This design comes from an exercise in tuning for small area and a short achievable clock period on the open sky130 flow, not from production work. Function was checked by simulation only, so behaviour that the tests miss may differ from the original. No activity file was given, so power comes from the tool's default toggle rates.

--- flow/flow/run.sh ---
#!/bin/bash
# Standard layout with plain port buffers (buf_2 on inputs, buf_1 on outputs)
# and no CTS dummy loads.
set -euo pipefail
here=$(pwd)
export BUFFER_PORTS_ARGS="-inputs -buffer_cell sky130_fd_sc_hd__buf_2"
export POST_GLOBAL_PLACE_TCL="$here/flow/out_buffers.tcl"
export CTS_ARGS="-sink_clustering_enable -repair_clock_nets -dont_use_dummy_load"
bash standard.sh > standard.log 2>&1
--- flow/flow/out_buffers.tcl ---
buffer_ports -outputs -buffer_cell sky130_fd_sc_hd__buf_1
--- flow/standard.sh ---
#!/bin/bash
# synth_recipe.tcl (not shown) runs the flow's synth.tcl, then flattens the netlist and writes it again
# the make line also repeats each setting of config.mk as NAME=value (left out here)
make -C /OpenROAD-flow-scripts/flow DESIGN_CONFIG=/design/flow/config.mk WORK_HOME=/design/flow/orfs CLKGATE_MAP_FILE= SYNTH_SCRIPT=/design/flow/synth_recipe.tcl "${@:-finish}"
--- flow/config.mk ---
export PLATFORM = sky130hd
export DESIGN_NAME = ecc_rmw
export DESIGN_NICKNAME = ecc_rmw
export VERILOG_FILES = /design/flow/design.v
export SDC_FILE = /design/flow/constraint.sdc
export NUM_CORES = 4
export LEC_CHECK = 0
export ABC_AREA = 1
export CAP_MARGIN = 20
export CORE_MARGIN = 2
export CORE_UTILIZATION = 40
export SETUP_SLACK_MARGIN = 3.1
export SLEW_MARGIN = 20
--- flow/constraint.sdc ---
create_clock -name core_clock -period 5.5 [get_ports {clk}]
set_input_delay 1.1000 -clock core_clock [delete_from_list [all_inputs] [get_ports {clk}]]
set_output_delay 1.1000 -clock core_clock [all_outputs]
set_load 0.01 [all_outputs]
--- flow/design.v ---
module ecc_rmw (
    input  wire        clk,
    input  wire        rst,           
    input  wire        in_valid,
    input  wire [71:0] in_rd_cw,      
    input  wire [63:0] in_wdata,      
    input  wire [7:0]  in_wmask,      
    input  wire [7:0]  in_wpar,       
    output reg         out_valid,
    output reg  [63:0] out_rdata,     
    output reg  [7:0]  out_rpar,      
    output reg  [7:0]  out_syndrome,  
    output reg         out_sbe,       
    output reg         out_ded,       
    output reg  [71:0] out_wr_cw,     
    output reg         out_poison     
);
    localparam [511:0] HCOL = 512'hf8c73e3d3b372f1fe0d0c8c4c2c1b0a8a4a2a1989492918c8a898685837068646261585452514c4a49464543383432312c2a292625231c1a191615130e0d0b07;
    localparam [7:0] POISON_MASK = 8'h03;
    integer k;
    wire in_syn_t0 = in_rd_cw[56] ^ in_rd_cw[60];
    wire in_syn_t1 = in_rd_cw[57] ^ in_rd_cw[61];
    wire in_syn_t2 = in_rd_cw[58] ^ in_rd_cw[59];
    wire in_syn_t3 = in_rd_cw[22] ^ in_rd_cw[62];
    wire in_syn_t4 = in_rd_cw[49] ^ in_rd_cw[63];
    wire in_syn_t5 = in_rd_cw[14] ^ in_syn_t1;
    wire in_syn_t6 = in_rd_cw[2] ^ in_syn_t0;
    wire in_syn_t7 = in_rd_cw[17] ^ in_syn_t2;
    wire in_syn_t8 = in_rd_cw[12] ^ in_rd_cw[37];
    wire in_syn_t9 = in_rd_cw[7] ^ in_rd_cw[9];
    wire in_syn_t10 = in_rd_cw[33] ^ in_rd_cw[53];
    wire in_syn_t11 = in_rd_cw[5] ^ in_rd_cw[16];
    wire in_syn_t12 = in_rd_cw[24] ^ in_rd_cw[63];
    wire in_syn_t13 = in_rd_cw[28] ^ in_rd_cw[54];
    wire in_syn_t14 = in_rd_cw[31] ^ in_rd_cw[55];
    wire in_syn_t15 = in_rd_cw[11] ^ in_rd_cw[15];
    wire in_syn_t16 = in_rd_cw[19] ^ in_rd_cw[48];
    wire in_syn_t17 = in_rd_cw[4] ^ in_rd_cw[20];
    wire in_syn_t18 = in_rd_cw[40] ^ in_rd_cw[43];
    wire in_syn_t19 = in_rd_cw[8] ^ in_rd_cw[29];
    wire in_syn_t20 = in_rd_cw[39] ^ in_rd_cw[46];
    wire in_syn_t21 = in_rd_cw[50] ^ in_rd_cw[62];
    wire in_syn_t22 = in_rd_cw[25] ^ in_rd_cw[52];
    wire in_syn_t23 = in_rd_cw[27] ^ in_rd_cw[34];
    wire in_syn_t24 = in_rd_cw[45] ^ in_rd_cw[47];
    wire in_syn_t25 = in_rd_cw[42] ^ in_rd_cw[51];
    wire in_syn_t26 = in_rd_cw[0] ^ in_rd_cw[36];
    wire in_syn_t27 = in_rd_cw[13] ^ in_rd_cw[23];
    wire in_syn_t28 = in_rd_cw[35] ^ in_rd_cw[38];
    wire in_syn_t29 = in_rd_cw[21] ^ in_rd_cw[26];
    wire in_syn_t30 = in_rd_cw[1] ^ in_rd_cw[10];
    wire in_syn_t31 = in_rd_cw[18] ^ in_rd_cw[32];
    wire in_syn_t32 = in_rd_cw[41] ^ in_rd_cw[44];
    wire in_syn_t33 = in_rd_cw[3] ^ in_rd_cw[6];
    wire in_syn_t34 = in_syn_t10 ^ in_syn_t12;
    wire in_syn_t35 = in_syn_t15 ^ in_syn_t31;
    wire in_syn_t36 = in_syn_t4 ^ in_syn_t24;
    wire in_syn_t37 = in_syn_t3 ^ in_syn_t22;
    wire in_syn_t38 = in_syn_t21 ^ in_syn_t28;
    wire in_syn_t39 = in_rd_cw[30] ^ in_syn_t29;
    wire in_syn_t40 = in_syn_t13 ^ in_syn_t23;
    wire in_syn_t41 = in_syn_t20 ^ in_syn_t25;
    wire in_syn_t42 = in_syn_t17 ^ in_syn_t30;
    wire in_syn_t43 = in_syn_t8 ^ in_syn_t33;
    wire in_syn_t44 = in_syn_t9 ^ in_syn_t19;
    wire in_syn_t45 = in_rd_cw[7] ^ in_rd_cw[11];
    wire in_syn_t46 = in_rd_cw[41] ^ in_rd_cw[45];
    wire in_syn_t47 = in_rd_cw[57] ^ in_rd_cw[64];
    wire in_syn_t48 = in_syn_t2 ^ in_syn_t11;
    wire in_syn_t49 = in_syn_t26 ^ in_syn_t27;
    wire in_syn_t50 = in_syn_t45 ^ in_syn_t46;
    wire in_syn_t51 = in_syn_t47 ^ in_syn_t6;
    wire in_syn_t52 = in_syn_t38 ^ in_syn_t39;
    wire in_syn_t53 = in_syn_t42 ^ in_syn_t48;
    wire in_syn_t54 = in_syn_t49 ^ in_syn_t50;
    wire in_syn_t55 = in_syn_t51 ^ in_syn_t52;
    wire in_syn_t56 = in_syn_t53 ^ in_syn_t54;
    wire in_syn_t57 = in_syn_t55 ^ in_syn_t56;
    wire in_syn_t58 = in_rd_cw[0] ^ in_rd_cw[8];
    wire in_syn_t59 = in_rd_cw[24] ^ in_rd_cw[27];
    wire in_syn_t60 = in_rd_cw[31] ^ in_rd_cw[35];
    wire in_syn_t61 = in_rd_cw[56] ^ in_rd_cw[65];
    wire in_syn_t62 = in_syn_t3 ^ in_syn_t58;
    wire in_syn_t63 = in_syn_t59 ^ in_syn_t60;
    wire in_syn_t64 = in_syn_t61 ^ in_syn_t5;
    wire in_syn_t65 = in_syn_t7 ^ in_syn_t41;
    wire in_syn_t66 = in_syn_t42 ^ in_syn_t43;
    wire in_syn_t67 = in_syn_t62 ^ in_syn_t63;
    wire in_syn_t68 = in_syn_t64 ^ in_syn_t65;
    wire in_syn_t69 = in_syn_t66 ^ in_syn_t67;
    wire in_syn_t70 = in_syn_t68 ^ in_syn_t69;
    wire in_syn_t71 = in_rd_cw[5] ^ in_rd_cw[9];
    wire in_syn_t72 = in_rd_cw[21] ^ in_rd_cw[28];
    wire in_syn_t73 = in_rd_cw[47] ^ in_rd_cw[58];
    wire in_syn_t74 = in_rd_cw[66] ^ in_syn_t1;
    wire in_syn_t75 = in_syn_t18 ^ in_syn_t26;
    wire in_syn_t76 = in_syn_t71 ^ in_syn_t72;
    wire in_syn_t77 = in_syn_t73 ^ in_syn_t6;
    wire in_syn_t78 = in_syn_t35 ^ in_syn_t37;
    wire in_syn_t79 = in_syn_t43 ^ in_syn_t74;
    wire in_syn_t80 = in_syn_t75 ^ in_syn_t76;
    wire in_syn_t81 = in_syn_t77 ^ in_syn_t78;
    wire in_syn_t82 = in_syn_t79 ^ in_syn_t80;
    wire in_syn_t83 = in_syn_t81 ^ in_syn_t82;
    wire in_syn_t84 = in_rd_cw[1] ^ in_rd_cw[3];
    wire in_syn_t85 = in_rd_cw[15] ^ in_rd_cw[25];
    wire in_syn_t86 = in_rd_cw[38] ^ in_rd_cw[39];
    wire in_syn_t87 = in_rd_cw[40] ^ in_rd_cw[44];
    wire in_syn_t88 = in_rd_cw[59] ^ in_rd_cw[67];
    wire in_syn_t89 = in_syn_t16 ^ in_syn_t27;
    wire in_syn_t90 = in_syn_t84 ^ in_syn_t85;
    wire in_syn_t91 = in_syn_t86 ^ in_syn_t87;
    wire in_syn_t92 = in_syn_t88 ^ in_syn_t5;
    wire in_syn_t93 = in_syn_t6 ^ in_syn_t34;
    wire in_syn_t94 = in_syn_t44 ^ in_syn_t89;
    wire in_syn_t95 = in_syn_t90 ^ in_syn_t91;
    wire in_syn_t96 = in_syn_t92 ^ in_syn_t93;
    wire in_syn_t97 = in_syn_t94 ^ in_syn_t95;
    wire in_syn_t98 = in_syn_t96 ^ in_syn_t97;
    wire in_syn_t99 = in_rd_cw[4] ^ in_rd_cw[6];
    wire in_syn_t100 = in_rd_cw[18] ^ in_rd_cw[19];
    wire in_syn_t101 = in_rd_cw[26] ^ in_rd_cw[42];
    wire in_syn_t102 = in_rd_cw[43] ^ in_rd_cw[61];
    wire in_syn_t103 = in_rd_cw[68] ^ in_syn_t0;
    wire in_syn_t104 = in_syn_t4 ^ in_syn_t11;
    wire in_syn_t105 = in_syn_t32 ^ in_syn_t99;
    wire in_syn_t106 = in_syn_t100 ^ in_syn_t101;
    wire in_syn_t107 = in_syn_t102 ^ in_syn_t7;
    wire in_syn_t108 = in_syn_t40 ^ in_syn_t44;
    wire in_syn_t109 = in_syn_t103 ^ in_syn_t104;
    wire in_syn_t110 = in_syn_t105 ^ in_syn_t106;
    wire in_syn_t111 = in_syn_t107 ^ in_syn_t108;
    wire in_syn_t112 = in_syn_t109 ^ in_syn_t110;
    wire in_syn_t113 = in_syn_t111 ^ in_syn_t112;
    wire in_syn_t114 = in_rd_cw[10] ^ in_rd_cw[12];
    wire in_syn_t115 = in_rd_cw[13] ^ in_rd_cw[16];
    wire in_syn_t116 = in_rd_cw[30] ^ in_rd_cw[33];
    wire in_syn_t117 = in_rd_cw[34] ^ in_rd_cw[46];
    wire in_syn_t118 = in_rd_cw[60] ^ in_rd_cw[69];
    wire in_syn_t119 = in_syn_t14 ^ in_syn_t16;
    wire in_syn_t120 = in_syn_t114 ^ in_syn_t115;
    wire in_syn_t121 = in_syn_t116 ^ in_syn_t117;
    wire in_syn_t122 = in_syn_t118 ^ in_syn_t5;
    wire in_syn_t123 = in_syn_t7 ^ in_syn_t35;
    wire in_syn_t124 = in_syn_t36 ^ in_syn_t119;
    wire in_syn_t125 = in_syn_t120 ^ in_syn_t121;
    wire in_syn_t126 = in_syn_t122 ^ in_syn_t123;
    wire in_syn_t127 = in_syn_t124 ^ in_syn_t125;
    wire in_syn_t128 = in_syn_t126 ^ in_syn_t127;
    wire in_syn_t129 = in_rd_cw[20] ^ in_rd_cw[23];
    wire in_syn_t130 = in_rd_cw[29] ^ in_rd_cw[32];
    wire in_syn_t131 = in_rd_cw[50] ^ in_rd_cw[51];
    wire in_syn_t132 = in_rd_cw[70] ^ in_syn_t14;
    wire in_syn_t133 = in_syn_t129 ^ in_syn_t130;
    wire in_syn_t134 = in_syn_t131 ^ in_syn_t34;
    wire in_syn_t135 = in_syn_t37 ^ in_syn_t39;
    wire in_syn_t136 = in_syn_t40 ^ in_syn_t132;
    wire in_syn_t137 = in_syn_t133 ^ in_syn_t134;
    wire in_syn_t138 = in_syn_t135 ^ in_syn_t136;
    wire in_syn_t139 = in_syn_t137 ^ in_syn_t138;
    wire in_syn_t140 = in_rd_cw[36] ^ in_rd_cw[37];
    wire in_syn_t141 = in_rd_cw[48] ^ in_rd_cw[52];
    wire in_syn_t142 = in_rd_cw[53] ^ in_rd_cw[54];
    wire in_syn_t143 = in_rd_cw[55] ^ in_rd_cw[71];
    wire in_syn_t144 = in_syn_t18 ^ in_syn_t32;
    wire in_syn_t145 = in_syn_t140 ^ in_syn_t141;
    wire in_syn_t146 = in_syn_t142 ^ in_syn_t143;
    wire in_syn_t147 = in_syn_t36 ^ in_syn_t38;
    wire in_syn_t148 = in_syn_t41 ^ in_syn_t144;
    wire in_syn_t149 = in_syn_t145 ^ in_syn_t146;
    wire in_syn_t150 = in_syn_t147 ^ in_syn_t148;
    wire in_syn_t151 = in_syn_t149 ^ in_syn_t150;
    wire [7:0] in_syn = {in_syn_t151, in_syn_t139, in_syn_t128, in_syn_t113, in_syn_t98, in_syn_t83, in_syn_t70, in_syn_t57};
    reg [7:0] in_wpar_err;
    always @(*) begin
        for (k = 0; k < 8; k = k + 1)
            in_wpar_err[k] = in_wmask[k] && ((^in_wdata[8*k +: 8]) == in_wpar[k]);
    end
    reg        s0_valid;
    reg [63:0] s0_rd_data;
    reg [7:0]  s0_syn;
    reg [63:0] s0_wdata;
    reg [7:0]  s0_wmask;
    reg        s0_wpar_err;
    always @(posedge clk) begin
        if (rst) begin
            s0_valid <= 1'b0;
        end else begin
            s0_valid <= in_valid;
        end
        s0_rd_data  <= in_rd_cw[63:0];
        s0_syn      <= in_syn;
        s0_wdata    <= in_wdata;
        s0_wmask    <= in_wmask;
        s0_wpar_err <= |in_wpar_err;
    end
    reg [15:0] syn_lo, syn_hi;
    always @(*) begin
        for (k = 0; k < 16; k = k + 1) begin
            syn_lo[k] = (s0_syn[3:0] == k);
            syn_hi[k] = (s0_syn[7:4] == k);
        end
    end
    reg [63:0] flip_data;
    reg [7:0]  flip_check;
    reg [7:0]  flip_byte;    
    always @(*) begin
        for (k = 0; k < 64; k = k + 1)
            flip_data[k] = syn_lo[HCOL[8*k +: 4]] & syn_hi[HCOL[8*k+4 +: 4]];
        for (k = 0; k < 8; k = k + 1) begin
            flip_check[k] = (s0_syn == (8'h01 << k));
            flip_byte[k]  = |flip_data[8*k +: 8];
        end
    end
    wire sbe = (|flip_byte) | (|flip_check);
    wire ded = (s0_syn != 8'h00) && !sbe;
    wire [63:0] corr_data = s0_rd_data ^ flip_data;
    reg [7:0] corr_par;
    always @(*) begin
        for (k = 0; k < 8; k = k + 1)
            corr_par[k] = ~^s0_rd_data[8*k +: 8] ^ flip_byte[k];
    end
    reg [63:0] merged;
    reg [63:0] premerged;
    reg [7:0]  kept_flip;    
    always @(*) begin
        for (k = 0; k < 8; k = k + 1) begin
            merged[8*k +: 8]    = s0_wmask[k] ? s0_wdata[8*k +: 8] : corr_data[8*k +: 8];
            premerged[8*k +: 8] = s0_wmask[k] ? s0_wdata[8*k +: 8] : s0_rd_data[8*k +: 8];
            kept_flip[k]        = !s0_wmask[k] && flip_byte[k];
        end
    end
    wire need_read = (s0_wmask != 8'hff);
    wire poison    = (need_read && ded) || s0_wpar_err;
    wire pm_check_t0 = premerged[56] ^ premerged[58];
    wire pm_check_t1 = premerged[59] ^ premerged[60];
    wire pm_check_t2 = premerged[57] ^ premerged[61];
    wire pm_check_t3 = premerged[35] ^ premerged[62];
    wire pm_check_t4 = premerged[53] ^ premerged[63];
    wire pm_check_t5 = premerged[12] ^ pm_check_t2;
    wire pm_check_t6 = premerged[0] ^ pm_check_t0;
    wire pm_check_t7 = premerged[7] ^ pm_check_t1;
    wire pm_check_t8 = premerged[39] ^ premerged[42];
    wire pm_check_t9 = premerged[1] ^ premerged[24];
    wire pm_check_t10 = premerged[17] ^ premerged[34];
    wire pm_check_t11 = premerged[10] ^ premerged[30];
    wire pm_check_t12 = premerged[15] ^ premerged[18];
    wire pm_check_t13 = premerged[48] ^ premerged[49];
    wire pm_check_t14 = premerged[14] ^ premerged[33];
    wire pm_check_t15 = premerged[27] ^ premerged[31];
    wire pm_check_t16 = premerged[16] ^ premerged[63];
    wire pm_check_t17 = premerged[25] ^ premerged[40];
    wire pm_check_t18 = premerged[52] ^ premerged[62];
    wire pm_check_t19 = premerged[4] ^ premerged[5];
    wire pm_check_t20 = premerged[38] ^ premerged[45];
    wire pm_check_t21 = premerged[50] ^ premerged[55];
    wire pm_check_t22 = premerged[36] ^ premerged[41];
    wire pm_check_t23 = premerged[23] ^ premerged[26];
    wire pm_check_t24 = premerged[9] ^ premerged[43];
    wire pm_check_t25 = premerged[21] ^ premerged[22];
    wire pm_check_t26 = premerged[8] ^ premerged[29];
    wire pm_check_t27 = premerged[6] ^ premerged[28];
    wire pm_check_t28 = premerged[2] ^ premerged[3];
    wire pm_check_t29 = premerged[19] ^ premerged[44];
    wire pm_check_t30 = premerged[11] ^ premerged[47];
    wire pm_check_t31 = premerged[51] ^ premerged[54];
    wire pm_check_t32 = premerged[37] ^ premerged[46];
    wire pm_check_t33 = pm_check_t4 ^ pm_check_t21;
    wire pm_check_t34 = premerged[32] ^ pm_check_t30;
    wire pm_check_t35 = premerged[20] ^ pm_check_t15;
    wire pm_check_t36 = premerged[13] ^ pm_check_t14;
    wire pm_check_t37 = pm_check_t3 ^ pm_check_t22;
    wire pm_check_t38 = pm_check_t26 ^ pm_check_t29;
    wire pm_check_t39 = pm_check_t18 ^ pm_check_t25;
    wire pm_check_t40 = pm_check_t24 ^ pm_check_t27;
    wire pm_check_t41 = pm_check_t8 ^ pm_check_t32;
    wire pm_check_t42 = pm_check_t10 ^ pm_check_t16;
    wire pm_check_t43 = pm_check_t17 ^ pm_check_t28;
    wire pm_check_t44 = pm_check_t12 ^ pm_check_t34;
    wire pm_check_t45 = pm_check_t5 ^ pm_check_t6;
    wire pm_check_t46 = pm_check_t31 ^ pm_check_t33;
    wire pm_check_t47 = pm_check_t7 ^ pm_check_t38;
    wire pm_check_t48 = pm_check_t20 ^ pm_check_t37;
    wire pm_check_t49 = premerged[1] ^ premerged[2];
    wire pm_check_t50 = premerged[11] ^ premerged[13];
    wire pm_check_t51 = premerged[16] ^ premerged[20];
    wire pm_check_t52 = premerged[21] ^ premerged[50];
    wire pm_check_t53 = premerged[57] ^ pm_check_t11;
    wire pm_check_t54 = pm_check_t19 ^ pm_check_t23;
    wire pm_check_t55 = pm_check_t49 ^ pm_check_t50;
    wire pm_check_t56 = pm_check_t51 ^ pm_check_t52;
    wire pm_check_t57 = pm_check_t6 ^ pm_check_t7;
    wire pm_check_t58 = pm_check_t53 ^ pm_check_t54;
    wire pm_check_t59 = pm_check_t55 ^ pm_check_t56;
    wire pm_check_t60 = pm_check_t48 ^ pm_check_t57;
    wire pm_check_t61 = pm_check_t58 ^ pm_check_t59;
    wire pm_check_t62 = pm_check_t60 ^ pm_check_t61;
    wire pm_check_t63 = premerged[3] ^ premerged[4];
    wire pm_check_t64 = premerged[6] ^ premerged[8];
    wire pm_check_t65 = premerged[10] ^ premerged[14];
    wire pm_check_t66 = premerged[17] ^ premerged[22];
    wire pm_check_t67 = premerged[51] ^ premerged[59];
    wire pm_check_t68 = pm_check_t3 ^ pm_check_t9;
    wire pm_check_t69 = pm_check_t63 ^ pm_check_t64;
    wire pm_check_t70 = pm_check_t65 ^ pm_check_t66;
    wire pm_check_t71 = pm_check_t67 ^ pm_check_t35;
    wire pm_check_t72 = pm_check_t41 ^ pm_check_t68;
    wire pm_check_t73 = pm_check_t69 ^ pm_check_t70;
    wire pm_check_t74 = pm_check_t45 ^ pm_check_t71;
    wire pm_check_t75 = pm_check_t72 ^ pm_check_t73;
    wire pm_check_t76 = pm_check_t74 ^ pm_check_t75;
    wire pm_check_t77 = premerged[5] ^ premerged[36];
    wire pm_check_t78 = premerged[37] ^ premerged[60];
    wire pm_check_t79 = pm_check_t77 ^ pm_check_t78;
    wire pm_check_t80 = pm_check_t39 ^ pm_check_t40;
    wire pm_check_t81 = pm_check_t43 ^ pm_check_t79;
    wire pm_check_t82 = pm_check_t44 ^ pm_check_t45;
    wire pm_check_t83 = pm_check_t80 ^ pm_check_t81;
    wire pm_check_t84 = pm_check_t82 ^ pm_check_t83;
    wire pm_check_t85 = premerged[9] ^ premerged[15];
    wire pm_check_t86 = premerged[23] ^ premerged[38];
    wire pm_check_t87 = premerged[39] ^ premerged[48];
    wire pm_check_t88 = premerged[56] ^ pm_check_t2;
    wire pm_check_t89 = pm_check_t4 ^ pm_check_t9;
    wire pm_check_t90 = pm_check_t85 ^ pm_check_t86;
    wire pm_check_t91 = pm_check_t87 ^ pm_check_t36;
    wire pm_check_t92 = pm_check_t43 ^ pm_check_t88;
    wire pm_check_t93 = pm_check_t89 ^ pm_check_t90;
    wire pm_check_t94 = pm_check_t47 ^ pm_check_t91;
    wire pm_check_t95 = pm_check_t92 ^ pm_check_t93;
    wire pm_check_t96 = pm_check_t94 ^ pm_check_t95;
    wire pm_check_t97 = premerged[18] ^ premerged[26];
    wire pm_check_t98 = premerged[27] ^ premerged[41];
    wire pm_check_t99 = premerged[42] ^ premerged[49];
    wire pm_check_t100 = premerged[54] ^ premerged[61];
    wire pm_check_t101 = pm_check_t0 ^ pm_check_t19;
    wire pm_check_t102 = pm_check_t97 ^ pm_check_t98;
    wire pm_check_t103 = pm_check_t99 ^ pm_check_t100;
    wire pm_check_t104 = pm_check_t40 ^ pm_check_t42;
    wire pm_check_t105 = pm_check_t101 ^ pm_check_t102;
    wire pm_check_t106 = pm_check_t103 ^ pm_check_t47;
    wire pm_check_t107 = pm_check_t104 ^ pm_check_t105;
    wire pm_check_t108 = pm_check_t106 ^ pm_check_t107;
    wire pm_check_t109 = premerged[19] ^ premerged[31];
    wire pm_check_t110 = premerged[45] ^ premerged[46];
    wire pm_check_t111 = premerged[55] ^ premerged[58];
    wire pm_check_t112 = pm_check_t1 ^ pm_check_t11;
    wire pm_check_t113 = pm_check_t13 ^ pm_check_t109;
    wire pm_check_t114 = pm_check_t110 ^ pm_check_t111;
    wire pm_check_t115 = pm_check_t5 ^ pm_check_t36;
    wire pm_check_t116 = pm_check_t42 ^ pm_check_t112;
    wire pm_check_t117 = pm_check_t113 ^ pm_check_t114;
    wire pm_check_t118 = pm_check_t44 ^ pm_check_t115;
    wire pm_check_t119 = pm_check_t116 ^ pm_check_t117;
    wire pm_check_t120 = pm_check_t118 ^ pm_check_t119;
    wire pm_check_t121 = premerged[24] ^ premerged[25];
    wire pm_check_t122 = premerged[28] ^ premerged[29];
    wire pm_check_t123 = premerged[30] ^ premerged[32];
    wire pm_check_t124 = premerged[33] ^ premerged[34];
    wire pm_check_t125 = pm_check_t23 ^ pm_check_t121;
    wire pm_check_t126 = pm_check_t122 ^ pm_check_t123;
    wire pm_check_t127 = pm_check_t124 ^ pm_check_t35;
    wire pm_check_t128 = pm_check_t39 ^ pm_check_t125;
    wire pm_check_t129 = pm_check_t126 ^ pm_check_t46;
    wire pm_check_t130 = pm_check_t127 ^ pm_check_t128;
    wire pm_check_t131 = pm_check_t129 ^ pm_check_t130;
    wire pm_check_t132 = premerged[40] ^ premerged[43];
    wire pm_check_t133 = premerged[44] ^ premerged[47];
    wire pm_check_t134 = premerged[52] ^ pm_check_t13;
    wire pm_check_t135 = pm_check_t132 ^ pm_check_t133;
    wire pm_check_t136 = pm_check_t41 ^ pm_check_t134;
    wire pm_check_t137 = pm_check_t135 ^ pm_check_t46;
    wire pm_check_t138 = pm_check_t48 ^ pm_check_t136;
    wire pm_check_t139 = pm_check_t137 ^ pm_check_t138;
    wire [7:0] pm_check = {pm_check_t139, pm_check_t131, pm_check_t120, pm_check_t108, pm_check_t96, pm_check_t84, pm_check_t76, pm_check_t62};
    wire [7:0] pm_check_corr = pm_check ^ s0_syn;
    wire [7:0] new_check = ((|kept_flip) ? pm_check_corr : pm_check)
                         ^ (poison ? POISON_MASK : 8'h00);
    always @(posedge clk) begin
        if (rst) begin
            out_valid <= 1'b0;
        end else begin
            out_valid <= s0_valid;
        end
        out_rdata    <= corr_data;
        out_rpar     <= corr_par;
        out_syndrome <= s0_syn;
        out_sbe      <= sbe;
        out_ded      <= ded;
        out_wr_cw    <= {new_check, merged};
        out_poison   <= poison;
    end
endmodule
==> results of run 1 <==
[path summary, 6_finish.rpt]
path	endpoint	slack [ps]
min	out_valid$_SDFF_PP0_	400
max reg2reg	out_wr_cw[65]$_DFF_P_	3170
min reg2reg	out_valid$_SDFF_PP0_	400
max	out_wr_cw[65]$_DFF_P_	3170
[cell type report]
| type | instances | area share (%) |
|---|---|---|
| clock buffers | 31 | 4.42 |
| inverters | 146 | 3.23 |
| multi-input cells | 1333 | 44.9 |
| flip-flops and latches | 302 | 34.7 |
| well taps | 461 | 3.29 |
| repair buffers | 344 | 9.43 |
| repair inverters | 1 | 0.0285 |
[logic make-up (layout without fill, tap and decap cells)]
group                     after synthesis  after routing  synth area share (%)
xor gates and xnor gates              425            425                  26.3
AOI/OAI and AO/OA                      55             55                  2.77
and+or+nand+nor                       853            853                  24.0
DFF                                   302            302                  42.3
buffers and inverters                 162            522                  4.67
[layout by cell type (no fill, tap or decap), drive strengths merged, types with 5 or more instances in the layout]
master,Yosys,layout
nand2,688,688
buf,11,343
dfxtp,302,302
xnor2,233,233
xor2,192,192
inv,143,139
nor2,87,87
nand3,59,59
o21ai,50,50
clkbuf,5,32
nand4,9,9
clkinvlp,0,5
[state kept, by name (all words and copies together) (netlist names)]
| signal | count |
|---|---|
| out_ded | 1 |
| out_valid | 1 |
| s0_valid | 1 |
| s0_rd_data | 64 |
| s0_wpar_err | 1 |
| s0_syn | 8 |
| out_syndrome | 8 |
| out_sbe | 1 |
| s0_wdata | 64 |
| out_rdata | 64 |
| out_rpar | 8 |
| out_poison | 1 |
| s0_wmask | 8 |
| out_wr_cw | 72 |
[routing by layer]
metal / vias up / global-route usage, %
li1: 6138 / -
met1: 5794 / 34.9
met2: 476 / 46.1
met3: 112 / 3.95
met4: 2 / 11.7
met5: - / 0
[per-stage QoR]
step / instances / util [%] / hold slack [ps] / area (um2) / total power [mW]
detailed placement: 2553 / 45.5 / 395 / 16100 / 4.97
global route: 2618 / 49.6 / 418 / 17600 / 7.33
finish: 2618 / 49.6 / 403 / 17600 / 6.98
global placement: 2397 / 43.9 / 390 / 15500 / 4.87
CTS: 2588 / 48.1 / 405 / 17000 / 6.81
floorplan: 1797 / - / 376 / 14300 / 4.15
[worst register-to-register path, stage by stage, from the launching register on]
cell and delay [ps]:
dfxtp_4 410, inv_1 120, nand2_4 160, nor2_4 90, nand2_1 160, nand2_1 90
nor2_2 150, nand2_2 110, nand2_1 90, nand2_1 100, nor2_4 160, nand2_4 130
nand2_1 130, inv_2 30, nand3_1 80, nand2_1 60, nand2_1 50, nand2_1 50
[report_power, final]
part | switching, mW | leakage, nW | internal, mW | total [mW]
registers | 0.202 | 2.55 | 2.49 | 2.69
clock network | 0.808 | 0.382 | 0.979 | 1.79
logic | 1.64 | 5.50 | 0.865 | 2.50
total | 2.65 | 8.43 | 4.33 | 6.98
[repair_timing]
item,CTS,global route
gates resized for setup,37,86
endpoints found under the hold margin,0,0
buffers inserted,4,29
endpoints found under the setup margin,10,9
cloned,0,1
pin swaps,0,10
==> impl_metrics.tcl, run 1 <==
set metrics [dict create \
    finalNetCount 2314 \
    worst-path-buf-inv 2 \
    cp_max_fo 8 \
    p_leak_nw 8.43 \
    peakVddDrop_uv 287 \
    die_area_um2 37200 \
    ys_seq_elements 302 \
    fillers 3496 \
    synth_top_area_share_pct 42.3 \
    cp-end-kind "flop" \
    grt_antenna_before_repair 1 \
    tns_ps 0 \
    dp_hpwl_mm 43.6 \
    grt_overflow 0 \
    min_period_over_period_pct 42.3 \
    synth_warnings 1 \
    yosysMostFrequentCell "nand2_1" \
    period_minus_slack_ps 2330 \
    synth_top_area_cell "dfxtp_1" \
    setup_viol 0 \
    vias 12500 \
    route.met2.wl_mm 24.1 \
    ys_types 29 \
    final.setup_skew_ps 61.8 \
    status "finished clean" \
    diodes 0 \
    synthesis.nets 1952 \
    grt_pass1_vias 12000 \
    required_ps 5940 \
    firstDrtPassIters 6 \
    io_buffers 310 \
    max_slew_margin_pct 55.0 \
    ctsHoldBuffers 0 \
    drtIter0Drc 833 \
    path_class "reg -> reg" \
    ys.flop_type "dfxtp_1" \
    synth_edf_count 0 \
    route.detailed.drc 0 \
    maxCapViolations 0 \
    cts_tree "done" \
    timing.fmax_mhz 430 \
    avgSynthCellArea_um2 7.95 \
    antenna_left 0 \
    start_util_pct 40.4 \
    cpMaxStageDelayCell "dfxtp_4" \
    worstHoldPathCells 2 \
    cp-startpoint "s0_syn[4]$_DFF_P_" \
    core_um2 35400 \
    maxSlewViolCount 0 \
    synth_area_leaders "dfxtp_1 42%, nand2_1 18%, xnor2_1 14%" \
    hold_class "reg -> reg" \
    cp-start-kind "flop" \
    viasPerCell 4.78 \
    cts_inserted_buffers 31 \
    hold_viol 0 \
    clkTransAtPathRegs_ps 60 \
    grt_usage_pct 27.3 \
    top_layer "met5" \
    seq_area_frac_synth_pct 42.3 \
    die_height_um 193 \
    cts_sinks 302 \
    syn_area_um2 14300 \
    grt_pass1_wl_mm 73.5 \
    power_density_nw_per_um2 398 \
    pin_count 311 \
    crit_cells 17 \
    die_w_um 193 \
    drive_above_1_share_pct 17.2 \
    htree_num_levels 1 \
    wl_met3_mm 3.26 \
    ys_top_cells_by_count "668 x nand2_1, 302 x dfxtp_1, 232 x xnor2_1, 189 x xor2_1, 133 x inv_1" \
    dp_worst_setup_slack_ps 2410 \
    cts_buffer_depth 3 \
    critPathMostFrequentCell "nand2_1" \
    reg2reg_from "s0_syn[4]$_DFF_P_" \
    grt_max_degree 22 \
    wirelength_met1_mm 22.3 \
    slowest_delay_ps 410 \
    synthCells 1797 \
    seq_area_um2 6100 \
    crit_arrival_ps 2770 \
    ff2ff_path_depth 17 \
    rows 69 \
    routedWlPerCell_um 19.9 \
    worstPathCellList "inv_1, nand2_4, nor2_4, nand2_1, nand2_1, nor2_2, nand2_2, nand2_1, nand2_1, nor2_4, nand2_4, nand2_1, inv_2, nand3_1, nand2_1, nand2_1, nand2_1" \
    totalWireLength_mm 52.2 \
    grt_setup_unrepaired "yes" \
    async_flop_share_pct 0 \
    multiInputGateArea_um2 7880 \
    tightest_slew_ps 670 \
    critPathTopFamily "simple AND/OR/NAND/NOR gates" \
    worst_slack_ps 3170 \
    root_buffer "clkbuf_16" \
    clk_latency_ps 600 \
    area_growth_pct 22.8 \
    holdCritStartpoint "s0_valid$_SDFF_PP0_" \
]
==> run 2, diff against run 1 <==
--- a/flow/design.v
+++ b/flow/design.v
@@ -172,4 +172,9 @@
     wire in_syn_t151 = in_syn_t149 ^ in_syn_t150;
     wire [7:0] in_syn = {in_syn_t151, in_syn_t139, in_syn_t128, in_syn_t113, in_syn_t98, in_syn_t83, in_syn_t70, in_syn_t57};
+    reg [63:0] in_premerged;
+    always @(*) begin
+        for (k = 0; k < 8; k = k + 1)
+            in_premerged[8*k +: 8] = in_wmask[k] ? in_wdata[8*k +: 8] : in_rd_cw[8*k +: 8];
+    end
     reg [7:0] in_wpar_err;
     always @(*) begin
@@ -180,5 +185,5 @@
     reg [63:0] s0_rd_data;
     reg [7:0]  s0_syn;
-    reg [63:0] s0_wdata;
+    reg [63:0] s0_premerged;
     reg [7:0]  s0_wmask;
     reg        s0_wpar_err;
@@ -191,5 +196,5 @@
         s0_rd_data  <= in_rd_cw[63:0];
         s0_syn      <= in_syn;
-        s0_wdata    <= in_wdata;
+        s0_premerged <= in_premerged;
         s0_wmask    <= in_wmask;
         s0_wpar_err <= |in_wpar_err;
@@ -226,6 +231,6 @@
     always @(*) begin
         for (k = 0; k < 8; k = k + 1) begin
-            merged[8*k +: 8]    = s0_wmask[k] ? s0_wdata[8*k +: 8] : corr_data[8*k +: 8];
-            premerged[8*k +: 8] = s0_wmask[k] ? s0_wdata[8*k +: 8] : s0_rd_data[8*k +: 8];
+            premerged[8*k +: 8] = s0_premerged[8*k +: 8];
+            merged[8*k +: 8]    = s0_premerged[8*k +: 8] ^ (s0_wmask[k] ? 8'h00 : flip_data[8*k +: 8]);
             kept_flip[k]        = !s0_wmask[k] && flip_byte[k];
         end
==> flow/flow/run.sh (replaced) <==
#!/bin/bash
# Standard layout with plain port buffers, no CTS dummy loads.
set -euo pipefail
export BUFFER_PORTS_ARGS="-buffer_cell sky130_fd_sc_hd__buf_1"
export CTS_ARGS="-sink_clustering_enable -repair_clock_nets -dont_use_dummy_load"
bash standard.sh > standard.log 2>&1
--- a/flow/config.mk
+++ b/flow/config.mk
@@ -10,4 +10,4 @@
 export CORE_MARGIN = 2
 export CORE_UTILIZATION = 40
-export SETUP_SLACK_MARGIN = 3.1
+export SETUP_SLACK_MARGIN = 3.25
 export SLEW_MARGIN = 20
removed: flow/flow/out_buffers.tcl
==> run 2 against run 1 <==
Against the previous run:
- still clean
- clock power about the same
- sequential cell count unchanged
- register-to-register slack better by 120 ps
- power grew 0.70%
- largest power group unchanged
==> impl_metrics.tcl, run 2 <==
set metrics [dict create \
    critPathMostFrequentCell "xnor2_1" \
    ys_types 24 \
    worstHoldPathCells 2 \
    route.met2.wl_mm 23.2 \
    cp-end-kind "flop" \
    grt_usage_pct 26.3 \
    switchingPower_mw 2.65 \
    cp_max_fo 2 \
    max_slew_margin_pct 56.7 \
    cts_inserted_buffers 31 \
    core_um2 34500 \
    area_growth_pct 20.4 \
    ff2ff_path_depth 16 \
    hold_viol 0 \
    avgSynthCellArea_um2 8.97 \
    hold_class "reg -> reg" \
    ys.flop_type "dfxtp_1" \
    maxSlewViolCount 0 \
    pin_count 311 \
    synthesis.nets 1713 \
    die_w_um 191 \
    clkTransAtPathRegs_ps 60 \
    io_buffers 310 \
    combPwrFrac_pct 34.5 \
    drive_above_1_share_pct 11.2 \
    tightest_slew_ps 649 \
    route.detailed.drc 0 \
    fillers 3367 \
    async_flop_share_pct 0 \
    clk_latency_ps 570 \
    power_density_nw_per_um2 418 \
    final_common_cell "xnor2_1" \
    synthCells 1558 \
    top_layer "met4" \
    min_period_over_period_pct 40.5 \
    grt_overflow 0 \
    final.setup_skew_ps 31.1 \
    p_clk_share_pct 25.4 \
    ys_seq_elements 302 \
    p_seq_share_pct 40.1 \
    ctsHoldBuffers 0 \
    tns_ps 0 \
    yosysMostFrequentCell "nand2_1" \
    vias 11100 \
    grt_pass1_wl_mm 69.6 \
    period_minus_slack_ps 2230 \
    grt_pass1_vias 11100 \
    synth_warnings 1 \
    final_cell_area_um2 16800 \
    total_power_mw 7.03 \
    start_util_pct 40.5 \
    worstPathCellList "buf_1, xor2_1, xnor2_1, xnor2_1, or2_2, nand3_1, o21ai_0, nor2_1, nand2_1" \
    synth_area_leaders "dfxtp_1 43%, xnor2_1 22%, xor2_1 11%" \
    cp-start-kind "primary input" \
    required_ps 5930 \
    drtIter0Drc 686 \
    cpMaxStageDelayCell "or2_2" \
    crit_arrival_ps 2660 \
    routedWlPerCell_um 21.0 \
    grt_max_degree 16 \
    grt_antenna_before_repair 2 \
    peakVddDrop_uv 297 \
    die_area_um2 36400 \
    synth_top_area_share_pct 43.3 \
    viasPerCell 4.75 \
    cts_tree "done" \
    synth_edf_count 0 \
    status "finished clean" \
    placed_cell_area_um2 15600 \
    cts_buffer_depth 3 \
    seq_area_frac_synth_pct 43.3 \
    maxCapViolations 0 \
    slowest_delay_ps 270 \
    largest_register_ffs 72 \
    syn_area_um2 14000 \
    swShare_pct 37.7 \
    wirelength_met1_mm 21.4 \
    finalNetCount 2044 \
    intPower_mw 4.38 \
    ys_top_cells_by_count "369 x nand2_1, 345 x xnor2_1, 302 x dfxtp_1, 182 x xor2_1, 134 x nor2_1" \
    hold_ws_ps 406 \
    synth_top_area_cell "dfxtp_1" \
    antenna_left 0 \
    cts_sinks 302 \
    firstDrtPassIters 7 \
    root_buffer "clkbuf_16" \
    wl_met3_mm 3.47 \
    regMostFlops "out_wr_cw" \
    rows 68 \
    setup_viol 0 \
    mostFrequentLayoutCells "342 x xnor2_1, 323 x nand2_1, 307 x buf_1" \
    p_leak_nw 7.06 \
    die_height_um 191 \
    globalplace.congestion 0.949 \
    utilization_pct 48.8 \
    grt_setup_unrepaired "yes" \
    totalWireLength_mm 49.2 \
    htree_num_levels 1 \
    dp_hpwl_mm 40.9 \
    path_class "in -> reg" \
    timing.fmax_mhz 448 \
]
[run 2: timing repair]
| item | CTS | global route |
|---|---|---|
| buffers inserted | 0 | 8 |
| pin swaps | 1 | 15 |
| resized for setup | 38 | 85 |
| setup endpoints to repair | 13 | 15 |
| gates cloned | 0 | 1 |
[run 2: area by class of cell]
type,count,area [um2],share of cell area [%]
Antenna cell,1,2.50,0.0149
Timing Repair Buffer,318,1230,7.29
Inverter,82,310,1.84
Tap cell,455,569,3.38
Clock buffer,31,776,4.61
Sequential cell,302,6080,36.1
Multi-Input combinational cell,1154,7860,46.7
[run 2: logic make-up after synthesis]
logic type      Yosys count  synth area share (%)
mux                      59                  4.76
compound gates           18                 0.672
buf+inv                 103                  2.87
flops                   302                  43.3
xor+xnor                527                  33.0
simple gates            549                  15.4
[run 2: critical path, delay by kind of cell]
kind,cells,cell delay (ps)
simple gates,4,830
xor+xnor,3,450
buf+inv,1,140
compound gates,1,140
[run 2: path summary, 6_finish.rpt]
path | from | to | slack (ps)
hold reg to reg | s0_valid$_SDFF_PP0_ | out_valid$_SDFF_PP0_ | 410
hold / removal | s0_valid$_SDFF_PP0_ | out_valid$_SDFF_PP0_ | 410
setup reg to reg | s0_syn[1]$_DFF_P_ | out_wr_cw[65]$_DFF_P_ | 3290
setup / recovery | in_wdata[52] | s0_wpar_err$_DFF_P_ | 3270
[run 2: layer usage]
layer	up-vias	global-route usage [%]
met5	-	0
met4	0	6.56
met3	78	4.30
met2	413	44.3
met1	5254	35.0
li1	5381	-
[run 2: through the flow]
stage	cells	setup slack [ps]
after floorplan	1558	3280
after global placement	2302	2580
after detailed placement	2302	2570
after CTS	2333	3230
after global routing	2342	3200
final	2343	3270
[run 2: power groups by stage]
stage	Sequential, mW	Combinational [mW]	Clock (mW)
detailed placement	2.82	2.21	0
global route	2.84	2.63	1.90
finish	2.82	2.42	1.79
global placement	2.82	2.20	0
CTS	2.78	2.29	1.82
floorplan	2.78	1.47	0
==> run 3, diff against run 2 <==
==> flow/flow/run.sh (replaced) <==
#!/bin/bash
# Standard layout with plain port buffers, no CTS dummy loads.
set -euo pipefail
export BUFFER_PORTS_ARGS="-buffer_cell sky130_fd_sc_hd__buf_2"
export CTS_ARGS="-sink_clustering_enable -repair_clock_nets -dont_use_dummy_load"
bash standard.sh > standard.log 2>&1
==> run 3 against run 2 <==
Against the previous run:
- global-route usage up 0.41 points
- sequential cell count unchanged
- sequential share of layout area down 0.80 points
- critical path depth down 3
- clock-buffer cell count unchanged
- worst setup slack better by 28 ps
- clock skew down 11 ps
- power up 0.89%
- critical endpoint is now s0_syn[0]$_DFF_P_
- sequential power about the same
- final area up 2.2%
- synthesized cell count unchanged
- still clean
- first-iteration DRC count down 0.73%
==> impl_metrics.tcl, run 3 <==
set metrics [dict create \
    required_ps 5940 \
    vias 11200 \
    synth_edf_count 0 \
    synth_area_leaders "dfxtp_1 43%, xnor2_1 22%, xor2_1 11%" \
    synth_fa_ha_area_share_pct 0 \
    antenna_left 0 \
    worstHoldPathCells 2 \
    syn_area_um2 14000 \
    power_density_nw_per_um2 412 \
    maxSlewViolCount 0 \
    clk_latency_ps 560 \
    totalWireLength_mm 49.9 \
    grt_pass1_wl_mm 70.5 \
    synth_top_area_share_pct 43.3 \
    grt_pass1_vias 11200 \
    route.detailed.drc 0 \
    mostFrequentLayoutCells "343 x xnor2_1, 333 x nand2_1, 310 x buf_2" \
    synth_top_area_cell "dfxtp_1" \
    io_buffers 310 \
    synth.area.mux_share_pct 4.76 \
    die_w_um 191 \
    final.setup_skew_ps 20.1 \
    clkTransAtPathRegs_ps 60 \
    ff2ff_path_depth 16 \
    rows 68 \
    maxCapViolations 0 \
    final_common_cell "xnor2_1" \
    cts_sinks 302 \
    routedWlPerCell_um 21.3 \
    dp_worst_setup_slack_ps 2660 \
    cts_tree "done" \
    synthesis.nets 1713 \
    grt_setup_unrepaired "yes" \
    globalplace.congestion 0.933 \
    tns_ps 0 \
    hold_class "reg -> reg" \
    peakVddDrop_uv 282 \
    avgSynthCellArea_um2 8.97 \
    grt_usage_pct 26.7 \
    timing.fmax_mhz 454 \
    min_period_over_period_pct 40.0 \
    tightest_slew_ps 519 \
    start_util_pct 40.5 \
    drtIter0Drc 681 \
    grt_max_degree 15 \
    hold_viol 0 \
    post-place-cells 2302 \
    cp-start-kind "primary input" \
    grt_antenna_before_repair 3 \
    regMostFlops "out_wr_cw" \
    area_growth_pct 23.1 \
    core_um2 34500 \
    viasPerCell 4.78 \
    cts_inserted_buffers 31 \
    dp_hpwl_mm 41.4 \
    crit_arrival_ps 2640 \
    path_class "in -> reg" \
    root_buffer "clkbuf_16" \
    synth-xor-area-share_pct 33.0 \
    max_slew_margin_pct 65.4 \
    p_leak_nw 7.87 \
    firstDrtPassIters 5 \
    cts_buffer_depth 3 \
    period_minus_slack_ps 2200 \
    async_flop_share_pct 0 \
    synth-compound-area-share_pct 0.672 \
    die_height_um 191 \
    cp-end-kind "flop" \
    ys_seq_elements 302 \
    instances_no_fill 2342 \
    ys.flop_type "dfxtp_1" \
    setup_viol 0 \
    synth_top_family_by_area "XOR/XNOR gates" \
    worst_slack_ps 3300 \
    htree_num_levels 1 \
    grt_overflow 0 \
    status "finished clean" \
    ys_types 24 \
    synthCells 1558 \
    largest_register_ffs 72 \
    seq_area_frac_synth_pct 43.3 \
    finalNetCount 2042 \
    ys_top_cells_by_count "369 x nand2_1, 345 x xnor2_1, 302 x dfxtp_1, 182 x xor2_1, 134 x nor2_1" \
    synth_warnings 1 \
    total_power_mw 7.09 \
    pin_count 311 \
    cp_max_fo 4 \
    yosys.area_share.simple_pct 15.4 \
    die_area_um2 36400 \
    yosysMostFrequentCell "nand2_1" \
    drive_above_1_share_pct 27.1 \
]
run 3: cell count changes in the layout (fill, tap and decap cells not counted), moves of 3 or more:
cell     delta
buf_2     +309
nor2_1      -6
buf_1     -307
nand2_2     -8
nor2_2      +4
buf_4       -3
nand2_1    +10
run 3: worst paths after layout:
path                            start               endpoint  slack (ps)
hold / removal    s0_valid$_SDFF_PP0_   out_valid$_SDFF_PP0_         410
setup / recovery         in_rd_cw[60]      s0_syn[0]$_DFF_P_        3300
hold reg to reg   s0_valid$_SDFF_PP0_   out_valid$_SDFF_PP0_         410
setup reg to reg    s0_syn[1]$_DFF_P_  out_wr_cw[65]$_DFF_P_        3310
run 3: critical path, cell delays in order:
cell and delay (ps):
buf_2 140, xnor2_1 410, xor2_2 280, xor2_1 210, xor2_1 220, xor2_1 280
run 3: where the power goes:
| group | leakage, nW | total, mW | internal [mW] | switching, mW |
|---|---|---|---|---|
| combinational | 4.94 | 2.49 | 0.955 | 1.54 |
| clock | 0.382 | 1.78 | 0.978 | 0.806 |
| sequential | 2.55 | 2.81 | 2.51 | 0.300 |
| total | 7.87 | 7.09 | 4.44 | 2.65 |
run 3: cell type report:
cell class	instances	area (um2)
fillers	3308	17300
multi-input cells	1154	7850
flip-flops and latches	302	6070
repair buffers	316	1610
clock buffers	31	776
well taps	455	569
inverters	82	310
diodes	2	5.00
run 3: layer usage:
metal	track usage [%]	routed length [um]
met3	4.48	3350
met1	35.2	21600
met4	11.0	2020
met5	0	15
met2	43.3	22800
run 3: stage by stage:
step | hold WS [ps] | utilization, % | instance area [um2]
final | 410 | 49.9 | 17200
after CTS | 415 | 49.0 | 16900
after floorplan | 326 | - | 14000
after global placement | 394 | 46.4 | 16000
after global routing | 438 | 49.9 | 17200
after detailed placement | 405 | 46.4 | 16000
run 3: what timing repair did:
item,4_1_cts,5_1_grt
resized for setup,31,81
cloned,0,1
buffers inserted,0,6
endpoints found under the setup margin,11,12
pin swaps,2,13
hold buffers,0,0
run 3: kinds of logic (layout without fill, tap and decap cells):
| family | after synthesis | count (layout) |
|---|---|---|
| AND/OR/NAND/NOR | 549 | 550 |
| AO/OA/AOI/OAI | 18 | 18 |
| XOR/XNOR | 527 | 527 |
| flip-flops | 302 | 302 |
| multiplexers | 59 | 59 |
| buffers and inverters | 103 | 429 |
| other | 0 | 2 |
==> run 4, diff against run 3 <==
--- a/flow/config.mk
+++ b/flow/config.mk
@@ -10,4 +10,4 @@
 export CORE_MARGIN = 2
 export CORE_UTILIZATION = 40
-export SETUP_SLACK_MARGIN = 3.25
+export SETUP_SLACK_MARGIN = 3.1
 export SLEW_MARGIN = 20
==> run 4 against run 3 <==
Against the previous run:
- power fell by 2.0%
- worst setup slack lost 100 ps
- clock-buffer cell count is the same
- clock skew up 4.0 ps
- largest cell class unchanged
- sequential power about the same
- global-route usage about the same
- sequential cell count did not move
- worst hold slack is essentially flat
==> impl_metrics.tcl, run 4 <==
set metrics [dict create \
    syn_area_um2 14000 \
    utilization_pct 49.1 \
    maxSlewViolCount 0 \
    ff2ff_setup_slack_ps 3230 \
    final_common_cell "nand2_1" \
    drive_above_1_share_pct 24.2 \
    max_slew_margin_pct 64.8 \
    clkTransAtPathRegs_ps 50 \
    timing.fmax_mhz 434 \
    crit_arrival_ps 2740 \
    tns_ps 0 \
    ys_types 24 \
    die_area_um2 36400 \
    rows 68 \
    grt_max_degree 15 \
    cts_tree "done" \
    dp_hpwl_mm 41.4 \
    vias 11200 \
    hold_class "reg -> reg" \
    reg2reg_from "s0_syn[3]$_DFF_P_" \
    firstDrtPassIters 5 \
    setup_viol 0 \
    ys.flop_type "dfxtp_1" \
    async_flop_share_pct 0 \
    grt_usage_pct 26.7 \
    core_um2 34500 \
    cp-end-kind "flop" \
    seq_area_um2 6060 \
    grt_setup_unrepaired "no" \
    mostFrequentLayoutCells "358 x nand2_1, 345 x xnor2_1, 310 x buf_2" \
    cp_max_fo 2 \
    viasPerCell 4.79 \
    r2r_end "out_wr_cw[65]$_DFF_P_" \
    antenna_left 0 \
    ctsHoldBuffers 0 \
    path_class "in -> reg" \
    clk_latency_ps 560 \
    hold_viol 0 \
    totalWireLength_mm 49.5 \
    finalNetCount 2036 \
    ys_seq_elements 302 \
    grt_overflow 0 \
    multiInputGateArea_um2 7640 \
    required_ps 5940 \
    synth_top_area_share_pct 43.3 \
    ff2ff_path_depth 15 \
    period_minus_slack_ps 2300 \
    p_leak_nw 7.77 \
    grt_pass1_wl_mm 70.5 \
    pin_count 311 \
    largest_register_ffs 72 \
    grt_antenna_before_repair 3 \
    synthesis.nets 1713 \
    route.detailed.drc 0 \
    io_buffers 310 \
    worstHoldPathCells 2 \
    holdCritStartpoint "s0_valid$_SDFF_PP0_" \
    yosysMostFrequentCell "nand2_1" \
    globalplace.congestion 0.933 \
    start_util_pct 40.5 \
    cp-startpoint "in_wdata[38]" \
    peakVddDrop_uv 282 \
    cts_sinks 302 \
    cp-start-kind "primary input" \
    synth_area_leaders "dfxtp_1 43%, xnor2_1 22%, xor2_1 11%" \
    status "finished clean" \
    routedWlPerCell_um 21.2 \
    tightest_slew_ps 527 \
    fillers 3330 \
    final.setup_skew_ps 24.1 \
    synth_top_area_cell "dfxtp_1" \
    synthCells 1558 \
    ys_top_cells_by_count "369 x nand2_1, 345 x xnor2_1, 302 x dfxtp_1, 182 x xor2_1, 134 x nor2_1" \
    avgSynthCellArea_um2 8.97 \
    synth_warnings 1 \
    regMostFlops "out_wr_cw" \
    die_w_um 191 \
    min_period_over_period_pct 41.9 \
    htree_num_levels 1 \
    area_growth_pct 21.0 \
    worstHoldEndpoint "out_valid$_SDFF_PP0_" \
    seq_area_frac_synth_pct 43.3 \
    maxCapViolations 0 \
    die_height_um 191 \
    root_buffer "clkbuf_16" \
    power_density_nw_per_um2 411 \
    grt_pass1_vias 11100 \
    cts_inserted_buffers 31 \
    drtIter0Drc 708 \
    cts_buffer_depth 3 \
    synth_edf_count 0 \
]
run 4: cell type report:
| cell class | count | share of cell area, % |
|---|---|---|
| inverter | 82 | 1.83 |
| tap | 455 | 3.37 |
| multi-input combinational | 1153 | 45.2 |
| antenna | 1 | 0.0148 |
| sequential | 302 | 35.8 |
| clock buffer | 31 | 4.59 |
| timing repair buffer | 311 | 9.22 |
run 4: kinds of logic after synthesis:
kind of cell / Yosys count / synth area share (%)
AND/OR/NAND/NOR: 549 / 15.4
XOR/XNOR: 527 / 33.0
buffers and inverters: 103 / 2.87
AO/OA/AOI/OAI: 18 / 0.672
flip-flops: 302 / 43.3
multiplexers: 59 / 4.76
run 4: power by group:
| group | switching (mW) | internal [mW] |
|---|---|---|
| logic | 1.47 | 0.910 |
| clock network | 0.806 | 0.978 |
| registers | 0.284 | 2.50 |
run 4: worst max-delay path, cell delays in order:
cell,delay (ps)
buf_2,130
xnor2_1,340
xnor2_1,180
xnor2_1,100
or2_2,270
nand3_1,230
o21ai_0,160
nor2_1,160
nand2_1,60
run 4: per-stage QoR:
step           hold WS (ps)  cells  power, mW  area, um2  setup slack, ps
2_1_floorplan           326   1558       4.25      14000             3280
3_3_place_gp            394   2302       5.07      16000             2660
3_5_place_dp            405   2302       5.08      16000             2660
4_1_cts                 415   2333       6.88      16800             3110
5_1_grt                 433   2334       7.28      16900             3110
6_report                410   2335       6.95      16900             3200
run 4: worst max-delay path by stage:
stage	cells past startpoint	slack (ps)	endpoint
finish	9	3200	s0_wpar_err$_DFF_P_
global route	16	3110	out_wr_cw[64]$_DFF_P_
CTS	15	3110	out_wr_cw[65]$_DFF_P_
detailed placement	9	2660	s0_wpar_err$_DFF_P_
global placement	9	2660	s0_wpar_err$_DFF_P_
floorplan	5	3280	s0_syn[5]$_DFF_P_
run 4: per-layer routing:
layer	part of all wire (%)	track usage [%]	wire length, um
met2	46	43.5	22700
met3	6.6	4.50	3250
met5	0.030	0	15
met1	44	35.2	21500
met4	4.0	10.6	2000
run 4: what timing repair did:
| item | CTS | global route |
|---|---|---|
| gates resized for setup | 16 | 27 |
| pin swaps | 0 | 1 |
| setup buffers | 0 | 1 |
| endpoints found under the setup margin | 9 | 9 |
==> run 5, diff against run 4 <==
--- a/flow/config.mk
+++ b/flow/config.mk
@@ -10,4 +10,4 @@
 export CORE_MARGIN = 2
 export CORE_UTILIZATION = 40
-export SETUP_SLACK_MARGIN = 3.1
+export SETUP_SLACK_MARGIN = 3.35
 export SLEW_MARGIN = 20
==> run 5 against run 4 <==
Against the previous run:
- still clean
- worst setup slack better by 170 ps
- synthesized cell count unchanged
- fmax grew 7.8%
- routed wire length rose by 2.0%
- first-iteration DRC count is 15% higher
- largest power group is now combinational logic
- non-clock buffer count grew 38
- clock-buffer cell count is the same
==> impl_metrics.tcl, run 5 <==
set metrics [dict create \
    routedWlPerCell_um 21.2 \
    largest_register_ffs 72 \
    die_w_um 191 \
    holdCritStartpoint "s0_valid$_SDFF_PP0_" \
    critPathTopFamily "simple AND/OR/NAND/NOR gates" \
    synth_top_area_cell "dfxtp_1" \
    min_period_over_period_pct 38.9 \
    instances_no_fill 2373 \
    totalWireLength_mm 50.4 \
    root_buffer "clkbuf_16" \
    clkTransAtPathRegs_ps 50 \
    route.detailed.drc 0 \
    worstHoldEndpoint "out_valid$_SDFF_PP0_" \
    combPwrFrac_pct 39.4 \
    diodes 0 \
    grt_setup_unrepaired "yes" \
    tns_ps 0 \
    swShare_pct 38.0 \
    setup_viol 0 \
    rows 68 \
    regMostFlops "out_wr_cw" \
    max_slew_margin_pct 56.2 \
    cp_max_fo 6 \
    grt_usage_pct 27.1 \
    ys.flop_type "dfxtp_1" \
    maxSlewViolCount 0 \
    p_seq_share_pct 37.2 \
    finalNetCount 2075 \
    area_growth_pct 28.8 \
    hold_class "reg -> reg" \
    hold_viol 0 \
    avgSynthCellArea_um2 8.97 \
    die_area_um2 36400 \
    htree_num_levels 1 \
    worstHoldPathCells 2 \
    final_common_cell "xnor2_1" \
    synthesis.nets 1713 \
    top_layer "met4" \
    switchingPower_mw 2.84 \
    period_minus_slack_ps 2140 \
    cp-start-kind "flop" \
    maxCapViolations 0 \
    synth_edf_count 0 \
    r2r_end "out_wr_cw[65]$_DFF_P_" \
    wl_met3_mm 3.03 \
    io_buffers 310 \
    ys_seq_elements 302 \
    antenna_left 0 \
    path_class "reg -> reg" \
    pin_count 311 \
    synthCells 1558 \
    cp-end-kind "flop" \
    mostFrequentLayoutCells "339 x xnor2_1, 305 x buf_2, 284 x nand2_1" \
    viasPerCell 4.74 \
    ff2ff_path_depth 16 \
    cts_sinks 302 \
    drive_above_1_share_pct 33.2 \
    crit_arrival_ps 2570 \
    globalplace.congestion 0.975 \
    cpMaxStageDelayCell "dfxtp_4" \
    firstDrtPassIters 5 \
    fillers 3255 \
    grt_overflow 0 \
    required_ps 5940 \
    power_density_nw_per_um2 416 \
    worst-path-buf-inv 2 \
    synth_warnings 1 \
    yosysMostFrequentCell "nand2_1" \
    ff2ff_setup_slack_ps 3360 \
    reg2reg_from "s0_syn[1]$_DFF_P_" \
    vias 11300 \
    p_clk_share_pct 23.4 \
    die_height_um 191 \
    intPower_mw 4.65 \
    start_util_pct 40.5 \
    grt_antenna_before_repair 0 \
    ctsHoldBuffers 0 \
    critPathMostFrequentCell "nand2_1" \
    tightest_slew_ps 652 \
    cts_buffer_depth 3 \
    cts_tree "done" \
    seq_area_frac_synth_pct 43.3 \
    timing.fmax_mhz 468 \
    ys_types 24 \
    status "finished clean" \
    core_um2 34500 \
    p_leak_nw 8.31 \
    post-place-cells 2302 \
    synth_area_leaders "dfxtp_1 43%, xnor2_1 22%, xor2_1 11%" \
    final.setup_skew_ps 28.6 \
    synth_top_area_share_pct 43.3 \
    slowest_delay_ps 380 \
    ys_top_cells_by_count "369 x nand2_1, 345 x xnor2_1, 302 x dfxtp_1, 182 x xor2_1, 134 x nor2_1" \
    async_flop_share_pct 0 \
    worstPathCellList "inv_4, nor2_4, nand2_4, inv_4, nand2_1, nand2_1, nor2_2, nand2_2, nand2_2, nand2_2, nor2_4, nand2_4, nand3_2, nand2_1, nand2_1, nand2_1" \
    route.met2.wl_mm 23.3 \
    drtIter0Drc 817 \
    dp_hpwl_mm 40.9 \
    wirelength_met1_mm 22.1 \
    grt_pass1_vias 11300 \
    peakVddDrop_uv 268 \
    grt_pass1_wl_mm 71.4 \
    grt_max_degree 17 \
    syn_area_um2 14000 \
    clk_latency_ps 570 \
    cts_inserted_buffers 31 \
]
[run 5: worst max-delay path by stage]
stage,start,to,slack [ps],cells past startpoint
finish,s0_syn[1]$_DFF_P_,out_wr_cw[65]$_DFF_P_,3360,16
global route,s0_syn[1]$_DFF_P_,out_wr_cw[64]$_DFF_P_,3280,14
CTS,s0_syn[1]$_DFF_P_,out_wr_cw[65]$_DFF_P_,3300,16
detailed placement,s0_syn[0]$_DFF_P_,out_wr_cw[65]$_DFF_P_,2580,15
global placement,in_wdata[54],s0_wpar_err$_DFF_P_,2590,9
floorplan,in_wdata[52],s0_wpar_err$_DFF_P_,3360,8
[run 5: power by group through the flow]
stage / combinational (mW) / sequential (mW) / clock (mW)
finish: 2.95 / 2.79 / 1.76
global route: 3.17 / 2.81 / 1.88
CTS: 2.64 / 2.77 / 1.79
detailed placement: 2.36 / 2.78 / 0
global placement: 2.36 / 2.79 / 0
floorplan: 1.47 / 2.78 / 0
[run 5: cells by family (layout without fill, tap and decap cells)]
logic type,after synthesis,in the layout,share of synthesized area (%)
DFF,302,302,43.3
buffers and inverters,103,462,2.87
xor gates and xnor gates,527,527,33.0
AOI/OAI and AO/OA,18,18,0.672
muxes,59,59,4.76
and+or+nand+nor,549,550,15.4
[run 5: tightest hold or removal path, cell delays in order, from the launching register on]
cell	delay [ps]
dfxtp_1	290
inv_1	40
nor2_1	30
[run 5: metrics by stage]
| step | instance area [um2] | setup WS (ps) | power (mW) | hold WS [ps] | util, % |
|---|---|---|---|---|---|
| final | 18000 | 3360 | 7.49 | 405 | 52.2 |
| after floorplan | 14000 | 3360 | 4.25 | 326 | - |
| after CTS | 17400 | 3300 | 7.20 | 394 | 50.4 |
| after global placement | 16000 | 2590 | 5.15 | 397 | 46.6 |
| after detailed placement | 16000 | 2580 | 5.15 | 399 | 46.6 |
| after global routing | 18000 | 3280 | 7.86 | 439 | 52.2 |
[run 5: repair_timing]
item	CTS	global route
setup buffers	16	23
resized for setup	132	118
pin swaps	20	39
endpoints found under the setup margin	22	30
gates cloned	1	0
[run 5: cell type report]
type | instances | area, um2 | area share, %
clock buffer | 31 | 776 | 4.31
tap | 455 | 569 | 3.16
timing repair buffer | 349 | 1980 | 11.0
multi-input combinational | 1154 | 8230 | 45.7
sequential | 302 | 6110 | 34.0
inverter | 82 | 328 | 1.82
[run 5: routing by layer]
metal / up-vias / global-route usage, %
li1: 5451 / -
met1: 5267 / 36.0
met2: 429 / 44.3
met3: 108 / 3.58
met4: 0 / 11.2
met5: - / 0
==> run 6, diff against run 5 <==
--- a/flow/config.mk
+++ b/flow/config.mk
@@ -10,4 +10,4 @@
 export CORE_MARGIN = 2
 export CORE_UTILIZATION = 40
-export SETUP_SLACK_MARGIN = 3.35
+export SETUP_SLACK_MARGIN = 3.17
 export SLEW_MARGIN = 20
==> run 6 against run 5 <==
Against the previous run:
- sequential share of layout area is 1.7 points higher
- die area stayed put
- clock skew down 7.3 ps
- still clean
- non-clock buffer count down 37
- clock-buffer cell count unchanged
- critical endpoint is now out_wr_cw[64]$_DFF_P_
- sequential cell count unchanged
- synthesized cell count unchanged
- final area shrank 5.5%
- via count down 1.1%
- combinational power down 18%
- critical path depth shrank 1
- first-iteration DRC count decreased by 13%
==> impl_metrics.tcl, run 6 <==
set metrics [dict create \
    status "finished clean" \
    die_height_um 191 \
    area_growth_pct 21.7 \
    synth_fa_ha_area_share_pct 0 \
    htree_num_levels 1 \
    clk_latency_ps 560 \
    avgSynthCellArea_um2 8.97 \
    io_buffers 310 \
    route.detailed.drc 0 \
    drtIter0Drc 710 \
    firstDrtPassIters 7 \
    final.setup_skew_ps 21.3 \
    hold_class "reg -> reg" \
    root_buffer "clkbuf_16" \
    grt_max_degree 15 \
    crit_arrival_ps 2700 \
    drive_above_1_share_pct 25.2 \
    ys_seq_elements 302 \
    power_density_nw_per_um2 411 \
    synthesis.nets 1713 \
    maxCapViolations 0 \
    cp-startpoint "s0_syn[6]$_DFF_P_" \
    reg2reg_from "s0_syn[6]$_DFF_P_" \
    regMostFlops "out_wr_cw" \
    grt_antenna_before_repair 3 \
    pin_count 311 \
    synth_top_family_by_area "XOR/XNOR gates" \
    synth-xor-area-share_pct 33.0 \
    synthCells 1558 \
    cts_inserted_buffers 31 \
    synth_edf_count 0 \
    cp-endpoint "out_wr_cw[64]$_DFF_P_" \
    maxSlewViolCount 0 \
    synth_top_area_share_pct 43.3 \
    ff2ff_setup_slack_ps 3250 \
    rows 68 \
    max_slew_margin_pct 66.1 \
    final_common_cell "nand2_1" \
    globalplace.congestion 0.933 \
    timing.fmax_mhz 444 \
    synth_area_leaders "dfxtp_1 43%, xnor2_1 22%, xor2_1 11%" \
    placed_cell_area_um2 16000 \
    core_um2 34500 \
    async_flop_share_pct 0 \
    yosysMostFrequentCell "nand2_1" \
    worstHoldPathCells 2 \
    min_period_over_period_pct 40.9 \
    cp-end-kind "flop" \
    tightest_slew_ps 505 \
    synth_top_area_cell "dfxtp_1" \
    synth.area.mux_share_pct 4.76 \
    antenna_left 0 \
    totalWireLength_mm 49.4 \
    path_class "reg -> reg" \
    r2r_end "out_wr_cw[64]$_DFF_P_" \
    cts_tree "done" \
    required_ps 5950 \
    start_util_pct 40.5 \
    largest_register_ffs 72 \
    cp_max_fo 11 \
    vias 11100 \
    ys_top_cells_by_count "369 x nand2_1, 345 x xnor2_1, 302 x dfxtp_1, 182 x xor2_1, 134 x nor2_1" \
    grt_pass1_vias 11200 \
    hold_viol 0 \
    grt_usage_pct 26.7 \
    ff2ff_path_depth 15 \
    seq_area_frac_synth_pct 43.3 \
    mostFrequentLayoutCells "346 x nand2_1, 344 x xnor2_1, 310 x buf_2" \
    cts_sinks 302 \
    synth_warnings 1 \
    die_area_um2 36400 \
    grt_overflow 0 \
    yosys.area_share.simple_pct 15.4 \
    p_leak_nw 7.80 \
    ctsHoldBuffers 0 \
    cts_buffer_depth 3 \
    peakVddDrop_uv 287 \
    syn_area_um2 14000 \
    tns_ps 0 \
    setup_viol 0 \
    grt_pass1_wl_mm 70.5 \
    total_power_mw 6.98 \
    period_minus_slack_ps 2250 \
    ys.flop_type "dfxtp_1" \
    dp_hpwl_mm 41.4 \
    routedWlPerCell_um 21.2 \
    cp-start-kind "flop" \
    finalNetCount 2037 \
    die_w_um 191 \
    viasPerCell 4.77 \
    synth-compound-area-share_pct 0.672 \
    grt_setup_unrepaired "yes" \
    final_cell_area_um2 17000 \
    clkTransAtPathRegs_ps 60 \
    ys_types 24 \
]
## run 6: cell type report
class,instances,area (um2)
diodes,1,2.50
clock buffers,31,776
fillers,3319,17500
inverters,82,310
multi-input cells,1153,7710
flip-flops and latches,302,6070
well taps,455,569
repair buffers,312,1570
## run 6: worst min path at each step
stage,from,end,slack [ps]
2_1_floorplan,s0_syn[0]$_DFF_P_,out_syndrome[0]$_DFF_P_,330
3_3_place_gp,s0_valid$_SDFF_PP0_,out_valid$_SDFF_PP0_,390
3_5_place_dp,s0_valid$_SDFF_PP0_,out_valid$_SDFF_PP0_,410
4_1_cts,s0_valid$_SDFF_PP0_,out_valid$_SDFF_PP0_,410
5_1_grt,s0_syn[6]$_DFF_P_,out_syndrome[6]$_DFF_P_,430
6_report,s0_valid$_SDFF_PP0_,out_valid$_SDFF_PP0_,410
## run 6: critical path, stage by stage, from the launching register on
cell	delay, ps
dfxtp_2	440
inv_1	130
nand2_1	180
nor2_1	130
nand2_1	160
nand2_1	90
nor2_1	120
nand2_1	100
nand2_1	110
nand2_1	80
nor2_1	170
nand2_4	150
nand3_1	110
nand2_1	60
nand2_1	60
nand2_1	50
## run 6: kinds of logic after synthesis
group	Yosys count
AOI/OAI and AO/OA	18
and+or+nand+nor	549
buffers and inverters	103
DFF	302
muxes	59
xor gates and xnor gates	527
## run 6: repair_timing
item / in CTS / in global routing
gates resized for setup: 28 / 42
endpoints found under the setup margin: 9 / 9
buffers inserted: 0 / 2
pin swaps: 1 / 4
## run 6: per-stage QoR
step | setup WS (ps) | cells | util (%) | hold WS, ps
after floorplan | 3280 | 1558 | - | 326
after global placement | 2660 | 2302 | 46.4 | 394
after detailed placement | 2660 | 2302 | 46.4 | 405
after CTS | 3160 | 2333 | 48.9 | 415
after global routing | 3150 | 2335 | 49.3 | 430
final | 3250 | 2336 | 49.4 | 410
## run 6: report_power, final
group	total [mW]	leakage, nW	internal [mW]	switching [mW]
sequential	2.80	2.55	2.51	0.288
clock	1.78	0.382	0.978	0.806
combinational	2.41	4.87	0.923	1.48
total	6.98	7.80	4.41	2.58
## run 6: metal layers
metal	GRT usage [%]	vias to the layer above	wire length (um)
li1	-	5367	-
met1	35.2	5263	21600
met2	43.3	396	22500
met3	4.48	105	3150
met4	11.0	2	2120
met5	0	-	15

Check on run 6: ideal ports give 3.248 ns setup slack; a clkbuf_16 on the clock port and buf_2 on the inputs give 3.248 ns; moving port delays by the midpoint clock arrival (0.603 ns) as well gives 2.723 ns.
